This design comes from an exercise in tuning for small area, a short achievable clock period and few clock cycles on the open sky130 flow, not from production work.
Function was checked by simulation only, so behaviour that the tests miss may differ from the original. No driver is modelled on the clock port, so clocking that relies on it looks cheaper here than on a real chip.

==> inputs of run E <==
// be_rank
module be_rank #(
    parameter N  = 32,
    parameter IW = 5                  
) (
    input  wire          clk,
    input  wire          rst,         
    input  wire [1:0]    cfg_mode,
    input  wire          cfg_sigma_neg,    
    input  wire [7:0]    cfg_wv,
    input  wire [7:0]    cfg_wh,
    input  wire [7:0]    cfg_wt,
    input  wire [7:0]    cfg_wl,
    input  wire [3:0]    cfg_shift,
    input  wire [15:0]   cfg_vrefc,
    input  wire [7:0]    cfg_tavgp,        
    input  wire          in_valid,
    output wire          in_ready,
    input  wire          in_last,
    input  wire [15:0]   in_vcap,
    input  wire [7:0]    in_temp,          
    input  wire [9:0]    in_life,
    input  wire          in_ins,           
    input  wire          in_obs,           
    output wire          out_valid,
    input  wire          out_ready,
    output wire          out_last,
    output wire          out_unranked,
    output wire [IW-1:0] out_rank,
    output wire [15:0]   out_score
);
    localparam KW = 26;
    localparam [KW-1:0] KMAX = {1'b0, {(KW-1){1'b1}}};
    integer j;
    reg rst_q;
    always @(posedge clk) rst_q <= rst;
    reg          rdy_q;
    reg          first_exp;    
    reg  [4:0]   idx_c;        
    reg          jbusy;        
    reg  [1:0]   j_mode;
    reg          j_sneg;
    reg  [7:0]   j_wv, j_wh, j_wt, j_wl;    
    reg  [3:0]   j_shift;
    reg  [15:0]  j_vrefc;
    reg  [7:0]   j_tavgp;
    reg          l_v, l_last, l_ins, l_obs;
    reg  [15:0]  l_vcap;
    reg  [7:0]   l_temp;
    reg  [9:0]   l_life;
    reg  [4:0]   l_idx;
    wire acc = in_valid & rdy_q;
    wire l_en, k_en;
    assign in_ready = rdy_q;
  ...
clock: 27.0 ns
lec_check: 0
cap_margin: 20
core_margin: 2
core_utilization: 65
cts_cluster_diameter: 60
cts_cluster_size: 30
slew_margin: 20
standard.sh (not shown) runs the stock make flow with config.mk's settings and CLKGATE_MAP_FILE= SYNTH_SCRIPT=/design/flow/synth_recipe.tcl, a recipe that flattens the netlist after the stock synthesis.
==> flow/flow/run.sh <==
#!/bin/bash
# Standard layout, with the port buffers made from buf_2 cells and clock
# tree synthesis without dummy loads.
set -euo pipefail
export BUFFER_PORTS_ARGS="-buffer_cell sky130_fd_sc_hd__buf_2"
export CTS_ARGS="-sink_clustering_enable -repair_clock_nets -sink_clustering_size 30 -sink_clustering_max_diameter 150 -dont_use_dummy_load"
bash standard.sh > standard.log 2>&1
==> inputs of run Z, as changes to run E <==
--- a/flow/design.v
+++ b/flow/design.v
@@ -44,39 +44,36 @@
     reg  [15:0]  j_vrefc;
     reg  [7:0]   j_tavgp;
     reg          l_v, l_last, l_ins, l_obs;
     reg  [15:0]  l_vcap;
     reg  [7:0]   l_temp;
     reg  [9:0]   l_life;
     reg  [4:0]   l_idx;
     wire acc = in_valid & rdy_q;
-    wire l_en, k_en;
     assign in_ready = rdy_q;
     always @(posedge clk) begin
         if (rdy_q & first_exp) begin
             j_mode  <= cfg_mode;
             j_sneg  <= cfg_sigma_neg;
             j_wv    <= (cfg_mode == 2'd2) ? 8'd0 : cfg_wv;
             j_wh    <= (cfg_mode == 2'd2) ? 8'd0 : cfg_wh;
             j_wt    <= cfg_mode[0] ^ cfg_mode[1] ? 8'd0 : cfg_wt;
             j_wl    <= cfg_mode[0] ^ cfg_mode[1] ? 8'd0 : cfg_wl;
             j_shift <= cfg_shift;
             j_vrefc <= cfg_vrefc;
             j_tavgp <= cfg_tavgp;
         end
-        if (l_en) begin
-            l_last <= in_last;
-            l_ins  <= in_ins;
-            l_obs  <= in_obs;
-            l_vcap <= in_vcap;
-            l_temp <= in_temp;
-            l_life <= in_life;
-            l_idx  <= idx_c;
-        end
+        l_last <= in_last;
+        l_ins  <= in_ins;
+        l_obs  <= in_obs;
+        l_vcap <= in_vcap;
+        l_temp <= in_temp;
+        l_life <= in_life;
+        l_idx  <= idx_c;
     end
     wire m2 = (j_mode == 2'd2);
     wire s  = j_sneg;
     wire [7:0] wv_e = j_wv;
     wire [7:0] wh_e = j_wh;
     wire [7:0] wt_e = j_wt;
     wire [7:0] wl_e = j_wl;
     wire signed [16:0] xv = $signed({s, l_vcap ^ {16{s}}});
@@ -651,22 +648,20 @@
     wire kt_565 = (kt_469 & kt_516) | (kt_469 & kt_515) | (kt_516 & kt_515);
     wire kt_566 = kt_471 ^ kt_518 ^ kt_517;
     wire kt_567 = (kt_471 & kt_518) | (kt_471 & kt_517) | (kt_518 & kt_517);
     assign ka_n = {1'b1, kt_519, kt_566, kt_564, kt_562, kt_560, kt_558, kt_556, kt_554, kt_552, kt_550, kt_548, kt_546, kt_544, kt_542, kt_540, kt_538, kt_536, kt_534, kt_532, kt_530, kt_528, kt_526, kt_524, kt_522, kt_472};
     assign kb_n = {1'b0, kt_567, kt_565, kt_563, kt_561, kt_559, kt_557, kt_555, kt_553, kt_551, kt_549, kt_547, kt_545, kt_543, kt_541, kt_539, kt_537, kt_535, kt_533, kt_531, kt_529, kt_527, kt_525, kt_523, kt_521, kt_520};
     reg  [KW-1:0] ka, kb;
     reg           k_v, k_last, k_obs;
     always @(posedge clk) begin
-        if (k_en) begin
-            ka     <= ka_n;
-            kb     <= kb_n;
-            k_last <= l_last;
-            k_obs  <= l_obs;
-        end
+        ka     <= ka_n;
+        kb     <= kb_n;
+        k_last <= l_last;
+        k_obs  <= l_obs;
     end
     wire [KW-1:0] k_sum;
     wire ka_0 = ka[0] & kb[0];
     wire ka_1 = ka[1] & kb[1];
     wire ka_2 = ka[2] & kb[2];
     wire ka_3 = ka[3] & kb[3];
     wire ka_4 = ka[4] & kb[4];
     wire ka_5 = ka[5] & kb[5];
@@ -852,36 +847,37 @@
     wire ka_185 = ka_46 ^ ka_152;
     wire ka_186 = ka_47 ^ ka_154;
     wire ka_187 = ka_48 ^ ka_156;
     wire ka_188 = ka_49 ^ ka_158;
     wire ka_189 = ka_50 ^ ka_160;
     wire ka_190 = ka_51 ^ ka_162;
     assign k_sum = {ka_190, ka_189, ka_188, ka_187, ka_186, ka_185, ka_184, ka_183, ka_182, ka_181, ka_180, ka_179, ka_178, ka_177, ka_176, ka_175, ka_174, ka_173, ka_172, ka_171, ka_170, ka_169, ka_168, ka_167, ka_166, ka_26};
     wire [KW-1:0] k_new = k_obs ? k_sum : KMAX;
-    reg  [KW:0]  x0, x1;           
-    reg  [1:0]   xv_q;             
+    reg  [KW:0]  x0, x1, x2, x3;   
+    reg  [3:0]   xv_q;             
     wire [KW:0]  xin = {k_last, k_new};
     wire         ins;              
     always @(posedge clk) begin
         if (ins) begin
             x0 <= xv_q[1] ? x1 : xin;
-            x1 <= xin;
+            x1 <= xv_q[2] ? x2 : xin;
+            x2 <= xv_q[3] ? x3 : xin;
+            x3 <= xin;
         end else begin
             if (!xv_q[0]) x0 <= xin;
             if (!xv_q[1]) x1 <= xin;
+            if (!xv_q[2]) x2 <= xin;
+            if (!xv_q[3]) x3 <= xin;
         end
     end
-    wire       x_room = ~xv_q[1] | ins;
-    wire       k_mv   = k_v & x_room;               
-    assign     k_en   = ~k_v | x_room;
-    assign     l_en   = ~l_v | k_en;
-    wire [2:0] xcnt = {2'b0, xv_q[0]} + {2'b0, xv_q[1]};
-    wire [2:0] xc1  = xcnt + {2'b0, k_mv} - {2'b0, ins};   
-    wire [2:0] ncell = xcnt + {2'b0, k_v} + {2'b0, l_v} - {2'b0, ins};
+    wire [2:0] xcnt = {2'b0, xv_q[0]} + {2'b0, xv_q[1]} + {2'b0, xv_q[2]}
+                      + {2'b0, xv_q[3]};
+    wire [2:0] xc1  = xcnt + {2'b0, k_v} - {2'b0, ins};    
+    wire [2:0] xk1  = xc1 + {2'b0, l_v};                    
     reg  [KW-1:0] rk [0:31];    
     reg  [4:0]    rr [0:31];    
     reg  [31:0]   rl;           
     wire [KW-1:0] xk    = x0[KW-1:0];
     wire          xlast = x0[KW];
     wire [30:0]   lt;           
     wire [KW-1:0] xs_n = ~{~xk[KW-1], xk[KW-2:0]};
     genvar g;
@@ -1131,43 +1127,45 @@
                     acc_full <= 1'b0;
                 end
             end
         end
     end
     wire fe1 = acc ? in_last : first_exp;
     wire jb0 = jbusy & ~off_done;
     wire jb1 = (acc & first_exp) | jb0;
-    wire rdy_a0 = (ncell <= 3'd3) & ~(first_exp & jb0);
-    wire rdy_a1 = (ncell <= 3'd2);
+    wire rdy_a0 = (xk1 <= 3'd3) & ~(first_exp & jb0);
+    wire rdy_a1 = (xk1 <= 3'd2);
     wire rdy_b1 = first_exp | jb0;
     wire rdy_n  = (in_valid & rdy_q) ? (rdy_a1 & ~(in_last & rdy_b1)) : rdy_a0;
     always @(posedge clk) begin
         if (rst) begin
             rdy_q     <= 1'b1;
             first_exp <= 1'b1;
             idx_c     <= 5'd0;
             jbusy     <= 1'b0;
             l_v       <= 1'b0;
             k_v       <= 1'b0;
         end else begin
             rdy_q     <= rdy_n;
             first_exp <= fe1;
             if (acc) idx_c <= in_last ? 5'd0 : idx_c + 5'd1;
             jbusy     <= jb1;
-            if (l_en) l_v <= acc;
-            if (k_en) k_v <= l_v;
+            l_v       <= acc;
+            k_v       <= l_v;
         end
         if (rst_q) begin
-            xv_q      <= 2'd0;
+            xv_q      <= 4'd0;
         end else begin
             case (xc1)
-                3'd0:    xv_q <= 2'b00;
-                3'd1:    xv_q <= 2'b01;
-                default: xv_q <= 2'b11;
+                3'd0:    xv_q <= 4'b0000;
+                3'd1:    xv_q <= 4'b0001;
+                3'd2:    xv_q <= 4'b0011;
+                3'd3:    xv_q <= 4'b0111;
+                default: xv_q <= 4'b1111;
             endcase
         end
     end
     wire [KW-1:0]        k31   = rk[31];
     wire                 unobs = (k31 == KMAX);
     wire signed [KW-1:0] diff  = $signed(k31) - $signed(o_off);
     wire signed [KW-1:0] shd   = diff >>> o_shift;
     wire [15:0]          sat   = (shd > 32767)  ? 16'h7fff :
==> flow/flow/run.sh (replaced) <==
#!/bin/bash
# Standard layout, with the port buffers made from buf_2 cells.
set -euo pipefail
export BUFFER_PORTS_ARGS="-buffer_cell sky130_fd_sc_hd__buf_2"
bash standard.sh > standard.log 2>&1
==> flow/config.mk (replaced) <==
export PLATFORM = sky130hd
export DESIGN_NAME = be_rank
export DESIGN_NICKNAME = be_rank
export VERILOG_FILES = /design/flow/design.v
export SDC_FILE = /design/flow/constraint.sdc
export NUM_CORES = 4
export LEC_CHECK = 0
export ABC_AREA = 1
export CAP_MARGIN = 20
export CORE_MARGIN = 2
export CORE_UTILIZATION = 65
export CTS_CLUSTER_DIAMETER = 60
export CTS_CLUSTER_SIZE = 30
export SLEW_MARGIN = 20
==> run notes <==
quantity                                           run Z         run E
Data arrival time of the worst path              1.36 ns       7.15 ns
Sequential share of cell area                      0.441         0.471
Status                          timing/DRC/antenna clean  timing/DRC/antenna clean
Met2 Routed Length                             81,400 um     71,100 um
Distinct cells, synth                                 58            83
Synthesized cell area                       66,300 sq um  63,600 sq um
Number of global-route vias before repair          48.1k         41.1k
Data required time of the worst path            21.60 ns      27.45 ns
Worst slack, placed                             20.36 ns      20.28 ns
Wire length on met1                            67,500 um     63,300 um
Rows                                                 117           114
Reg2Reg Launch Point                               jc[2]       j_wv[7]
Capture point of the worst reg-to-reg path         rdy_q   acc_off[23]
Worst Path Buf+Inv                                     1             2
Testbench counts of run E, summed over its fixed seeds: cycles 12,576.
Testbench counts of run Z, summed over its fixed seeds: cycles 12,576.

-- static timing again, ports no longer ideal --
Ports are ideal in the flow. The routed layouts listed here were re-timed in OpenROAD. Step 1 assumes that a clkbuf_16 drives the clock port and a buf_2 every other input. Step 2 also shifts input and output timing later by t, the mid clock arrival at the registers, as if the neighbouring blocks saw the same clock. a / b / c = ideal ports / drivers / drivers and shift; a / b = the first two.
run | shift t [ns] | slack for setup (ns) | hold slack, ns
run E | 0.750 | 20.302 / 20.276 / 20.302 | 0.278 / 0.278 / 0.278
run Z | 0.794 | 20.245 / 20.171 / 20.382 | 0.331 / 0.331 / 0.331
After both steps setup and hold are still met in every run listed.
